This design comes from an exercise in tuning for small area, a short achievable clock period and few clock cycles per item on the open sky130 flow, not from production work. The RTL was checked by simulation tests, not by an equivalence proof against the original design.

==> flow/design.v <==
module pi_ctrl (
    input  wire        clk,
    input  wire        rst,           
    input  wire        in_valid,
    output wire        in_ready,
    input  wire [31:0] ref_in,
    input  wire [31:0] fb_in,
    input  wire [31:0] trk_in,
    input  wire [31:0] trken_in,
    input  wire [31:0] lo_in,
    input  wire [31:0] hi_in,
    input  wire [4:0]  conn,          
    input  wire [31:0] kp,            
    input  wire [31:0] kit,           
    input  wire [31:0] lo_p,          
    input  wire [31:0] hi_p,          
    input  wire [4:0]  trk_bit,       
    input  wire        flag_clr,      
    output reg         out_valid,
    output reg  [31:0] y,
    output reg  [31:0] flg,
    output reg         sat
);
    localparam signed [63:0] S64_MAX = 64'sh7FFF_FFFF_FFFF_FFFF;
    localparam signed [63:0] S64_MIN = -64'sh7FFF_FFFF_FFFF_FFFF - 64'sd1;
    reg signed [63:0] i_q;            
    reg signed [31:0] eprev_q;        
    reg signed [31:0] kpu_q;          
    reg               lim_order_q;    
    assign in_ready = 1'b1;
    wire fire = in_valid && in_ready;
    wire signed [31:0] ref_s = ref_in;
    wire signed [31:0] fb_s  = conn[0] ? fb_in  : 32'd0;
    wire signed [31:0] trk_s = conn[1] ? trk_in : 32'd0;
    wire               tracking = conn[2] && trken_in[trk_bit];
    wire signed [31:0] kp_s  = kp;
    wire signed [31:0] kit_s = kit;
    wire signed [32:0] e_full = {ref_s[31], ref_s} - {fb_s[31], fb_s};
    wire signed [31:0] e = (e_full > 33'sd2147483647)  ? 32'sh7FFF_FFFF :
                           (e_full < -33'sd2147483648) ? 32'sh8000_0000 :
                                                         e_full[31:0];
    wire signed [31:0] lo_ps = lo_p;
    wire signed [31:0] hi_ps = hi_p;
    wire signed [31:0] lo_is = lo_in;
    wire signed [31:0] hi_is = hi_in;
    wire signed [31:0] lo = (conn[3] && lo_is > lo_ps) ? lo_is : lo_ps;
    wire signed [31:0] hi = (conn[4] && hi_is < hi_ps) ? hi_is : hi_ps;
    wire               lim_order = lo > hi;
    wire signed [32:0] dkp = {kpu_q[31], kpu_q} - {kp_s[31], kp_s};
    wire signed [64:0] adj = dkp * eprev_q;
    wire signed [65:0] i_adj_full = {{2{i_q[63]}}, i_q} + {adj[64], adj};
    wire               adj_ovf = (i_adj_full[65:63] != 3'b000) && (i_adj_full[65:63] != 3'b111);
    wire signed [63:0] i_adj = !adj_ovf ? i_adj_full[63:0] :
                               (i_adj_full[65] ? S64_MIN : S64_MAX);
    wire signed [63:0] kpe  = kp_s * e;
    wire signed [63:0] kite = kit_s * e;
    wire signed [64:0] acc_full = {kpe[63], kpe} + {i_adj[63], i_adj};
    wire               acc_sat  = (acc_full[64] != acc_full[63]);
    wire signed [63:0] acc = !acc_sat ? acc_full[63:0] :
                             (acc_full[64] ? S64_MIN : S64_MAX);
    wire signed [64:0] acc_rnd = {acc[63], acc} + 65'sd8388608 - {64'd0, acc[63]};
    wire signed [40:0] q       = acc_rnd[64:24];
    wire               q_hi    = q > 41'sd2147483647;
    wire               q_lo    = q < -41'sd2147483648;
    wire signed [31:0] v = q_hi ? 32'sh7FFF_FFFF : q_lo ? 32'sh8000_0000 : q[31:0];
    wire signed [31:0] v_lo = (v < lo) ? lo : v;
    wire signed [31:0] y_n  = (v_lo > hi) ? hi : v_lo;
    wire               limited_n = (y_n != v);
    wire               d_pos = (kite > 64'sd0);
    wire               d_neg = kite[63];
    wire               hold  = (v > hi && d_pos) || (v < lo && d_neg);
    wire signed [64:0] i_sum_full = {i_adj[63], i_adj} + {kite[63], kite};
    wire signed [63:0] i_sum = (i_sum_full[64] != i_sum_full[63]) ?
                               (i_sum_full[64] ? S64_MIN : S64_MAX) : i_sum_full[63:0];
    wire signed [63:0] i_int = hold ? i_adj : i_sum;
    wire signed [63:0] lo_acc = {{8{lo[31]}}, lo, 24'd0};
    wire signed [63:0] hi_acc = {{8{hi[31]}}, hi, 24'd0};
    wire signed [63:0] i_int_lo = (i_int < lo_acc) ? lo_acc : i_int;
    wire signed [63:0] i_n      = (i_int_lo > hi_acc) ? hi_acc : i_int_lo;
    wire signed [31:0] t_lo = (trk_s < lo) ? lo : trk_s;
    wire signed [31:0] t    = (t_lo > hi) ? hi : t_lo;
    wire signed [63:0] i_t  = {{8{t[31]}}, t, 24'd0} - kpe;
    wire               limited_t = (t != trk_s);
    wire        lim_sticky = (lim_order_q && !flag_clr) || lim_order;
    wire        limited    = tracking ? limited_t : limited_n;
    always @(posedge clk) begin
        if (rst) begin
            i_q         <= 64'd0;
            eprev_q     <= 32'd0;
            kpu_q       <= 32'd0;
            lim_order_q <= 1'b0;
            out_valid   <= 1'b0;
            y           <= 32'd0;
            flg         <= 32'd0;
            sat         <= 1'b0;
        end else begin
            out_valid <= fire;
            if (fire) begin
                i_q         <= tracking ? i_t : i_n;
                eprev_q     <= e;
                kpu_q       <= kp_s;
                lim_order_q <= lim_sticky;
                y           <= tracking ? t : y_n;
                flg         <= {16'd0, 7'd0, lim_sticky, 6'd0, tracking, limited};
                sat         <= tracking ? limited_t : (limited_n || acc_sat || q_hi || q_lo);
            end
        end
    end
endmodule
==> flow/run.sh <==
#!/bin/bash
# synth_recipe.tcl (not shown) runs the flow's synth.tcl, then flattens the netlist and writes it again
# the make line also repeats each setting of config.mk as NAME=value (left out here)
make -C /OpenROAD-flow-scripts/flow DESIGN_CONFIG=/design/flow/config.mk WORK_HOME=/design/flow/orfs CLKGATE_MAP_FILE= SYNTH_SCRIPT=/design/flow/synth_recipe.tcl finish
==> flow/config.mk <==
export PLATFORM = sky130hd
export DESIGN_NAME = pi_ctrl
export DESIGN_NICKNAME = pi_ctrl
export VERILOG_FILES = /design/flow/design.v
export SDC_FILE = /design/flow/constraint.sdc
export NUM_CORES = 4
export LEC_CHECK = 0
export ABC_CLOCK_PERIOD_IN_PS = 30000
export CAP_MARGIN = 20
export CORE_MARGIN = 2
export CORE_UTILIZATION = 40
export SETUP_SLACK_MARGIN = 2
export SLEW_MARGIN = 20
==> flow/constraint.sdc <==
create_clock -name core_clock -period 44.0 [get_ports {clk}]
set_input_delay 8.8000 -clock core_clock [delete_from_list [all_inputs] [get_ports {clk}]]
set_output_delay 8.8000 -clock core_clock [all_outputs]
set_load 0.01 [all_outputs]
==> reports/qor.yml <==
status: "complete, no violations"
reg2reg_from: "kpu_q[0]$_SDFFE_PP0P_"
dpl.hpwl_um: 452000
maxSlewViolCount: 0
holdPathEnd: "y[12]$_SDFFE_PP0P_"
ys_seq_area_frac: 0.0219
vias_per_cell: 5.50
rows: 225
cts_sinks: 165
drc: 0
wire_per_inst_um: 24.1
drive_above_1_share: 0.0474
skew_ns: 0.0436
syn_inst: 17700
crit_path_max_incr_delay_ns: 0.65
min_path_cells: 2
synth_flop_cell: "dfxtp_1"
overflow: 0
ff2ff_path_depth: 141
ys_warn_count: 1
final_util: 0.433
finalHoldViolCount: 0
first_iter_violations: 10500
drt_wl_total_um: 545000
grt_pass1_wl_um: 830000
finalSetupViolCount: 0
clk_latency_ns: 0.54
dr.pass1.iters: 9
rr_endpoint: "i_q[44]$_SDFFE_PP0P_"
hp-start: "y[12]$_SDFFE_PP0P_"
cts_buffers: 17
core_area_mm2: 0.376
area_delta_synth_final_pct: 7.95
max_cap_viol_count: 0
relSlewSlack: 0.172
grt_max_degree: 72
fin_nets: 22600
syn_avg_cell_area_um2: 8.52
final_area_mm2: 0.163
ctsHoldBuffers: 0
track_usage: 0.288
max_freq_ghz: 0.0245
die_h_um: 618
critPathRequiredTime_ns: 44.48
crit_arrival_ns: 41.21
critPathLaunchType: "primary input"
place_area_mm2: 0.161
fillers: 37600
hp-class: "reg -> reg"
layout.area.seq_mm2: 0.00331
cts_tree: "yes"
timing.final.crit_share: 0.926
vias: 125000
worstMarginPinSlew_ns: 1.23
antenna_left: 0
rsz0062_at_grt: "false"
synthArstFlopShare: 0
ys_ff_latch: 165
path_class: "in -> reg"
grt_pass1_vias: 130000
dieWidth_um: 618
start_util: 0.402
critical-path-top-cell-by-count: "a21oi_1"
clk_pin_slew_ns: 0.11
portBuffers: 370
die_area_mm2: 0.382
io_pins: 401
cts-root-buf: "clkbuf_16"
period_minus_slack_ns: 40.74
antenna_found_initial: 34
cts_htree_levels: 4
multi_input_area_mm2: 0.132
synth_edf_count: 0
gp_congestion: 1.02
clk_path_buf_depth: 2
setup_tns_ns: 0
ys_types: 95
cp-end-kind: "flip-flop"
syn-cell-area_mm2: 0.151
worst_path_max_delay_cell: "fa_2"
rrSetupSlack_ns: 11.66
crit_fanout: 27
area by class of cell:
cell class	instances	share of cell area
antenna	17	0.000261
clock buffer	18	0.00270
clock inverter	13	0.00105
inverter	3625	0.0837
multi-input combinational	13000	0.810
sequential	165	0.0204
tap	4994	0.0384
timing repair buffer	791	0.0436
metal layers:
layer  part of all wire  up-vias  track usage
met5           0.000022        -            0
met4              0.046        2        0.109
met3              0.081      956       0.0421
met2               0.45     5139        0.461
met1               0.42    64200        0.395
li1                   -    54300            -
repair_timing:
item                       4_1_cts  5_1_grt
gates cloned                     2        4
setup endpoints to repair       64       64
pin swaps                        3       16
gates resized for setup         19      120
setup buffers                    9       32
logic make-up (layout without fill, tap and decap cells):
kind of cell,count (synthesis),in the layout,share of synthesized area
flops,165,165,0.0219
fa+ha+maj,4638,4638,0.555
buf+inv,4541,4447,0.114
compound gates,2358,2362,0.101
xor+xnor,512,512,0.0297
simple gates,5236,5236,0.161
mux,236,236,0.0171
other cells,2,47,0.0000498
worst max-delay path by stage:
stage / from / to / slack, ns / depth (start not counted)
after CTS: conn[0] / i_q[40]$_SDFFE_PP0P_ / 2.01 / 121
after floorplan: kp[2] / i_q[16]$_SDFFE_PP0P_ / 4.73 / 142
after global placement: kp[1] / i_q[23]$_SDFFE_PP0P_ / 0.36 / 132
final: kp[1] / i_q[44]$_SDFFE_PP0P_ / 3.26 / 140
after detailed placement: kp[1] / i_q[44]$_SDFFE_PP0P_ / 0.51 / 134
after global routing: kp[1] / i_q[44]$_SDFFE_PP0P_ / 1.78 / 142
flip-flops by register name, summed over array words and instances (netlist names):
signal	count
sat	1
eprev_q	32
lim_order_q	1
i_q	64
y	32
out_valid	1
flg	2
kpu_q	32
synth_stat cells, drive strengths merged (30+ instances only):
library cell     n  area, µm²
a21oi          772       3860
buf             66        388
inv           3618      13600
clkbuf         850       3190
xor2           155       1360
nor3           143        726
a211oi          91        688
nand3          134        671
or2             59        369
and3            59        369
dfxtp          165       3300
mux2            70        788
and2           893       5590
nand2b         182       1140
o21bai          86        646
nand4          135        845
mux2i          156       1560
o31ai           39        293
o22ai           31        194
nor2b          135        845
o311ai          30        263
xnor2          357       3130
a31oi           61        382
nor2           633       2380
o211ai          74        556
fa            3419      68400
o21a            97        728
ha            1218      15200
nor4            45        297
a221oi          42        380
a311oi          32        287
nand2         2686      10100
or3             42        263
o21ai          408       2040
a21o           315       2360
placed cells by master, fill, tap and decap left out, types with 326 or more instances in the layout:
cell,synthesis,routed
and2_1,893,893
buf_4,35,397
nand2_1,2686,2674
nor2_1,633,615
a21oi_1,772,737
inv_1,3618,3611
ha_1,1218,1214
fa_1,3419,3417
clkdlybuf4s50_1,0,366
o21ai_0,401,392
xnor2_1,357,326
stage by stage:
step / setup slack, ns / hold WS [ns] / instances
2_1_floorplan: 4.73 / 0.426 / 17700
3_3_place_gp: 0.356 / 0.444 / 22500
3_5_place_dp: 0.514 / 0.458 / 22500
4_1_cts: 2.01 / 0.470 / 22600
5_1_grt: 1.78 / 0.487 / 22600
6_report: 3.26 / 0.468 / 22600
critical path, delay by kind of cell:
family	cells	cell delay, ns
AO/OA/AOI/OAI	66	14.01
XOR/XNOR	2	0.43
adder cells (fa/ha/maj)	15	6.68
buffers and inverters	21	4.05
multiplexers	2	0.68
AND/OR/NAND/NOR	34	6.38
Testbench counts, summed over its fixed seeds: cycles 16,008, execs 16,000.

[re-timing with driven ports]
Ports are ideal in the flow. The routed layout listed here was re-timed in OpenROAD. Step 1: set_driving_cell puts a clkbuf_16 on clk and a buf_2 on each other input, an assumption about the parent block. Step 2 times the ports against the registers' clock, not the clock port: input delays grow and output delays shrink by t, the midpoint of the rising clock arrivals with the driver on. a / b / c = ideal ports / drivers / drivers and shift; a / b = the first two.
shift t [ns]: 0.588
slack for setup (ns): 3.263 / 3.309 / 2.721
pins driven straight from the clock port: 1
After both steps this run still meets setup and hold. For this run, drivers alone change the setup slack by +0.046 ns; drivers and shift together by -0.542 ns.
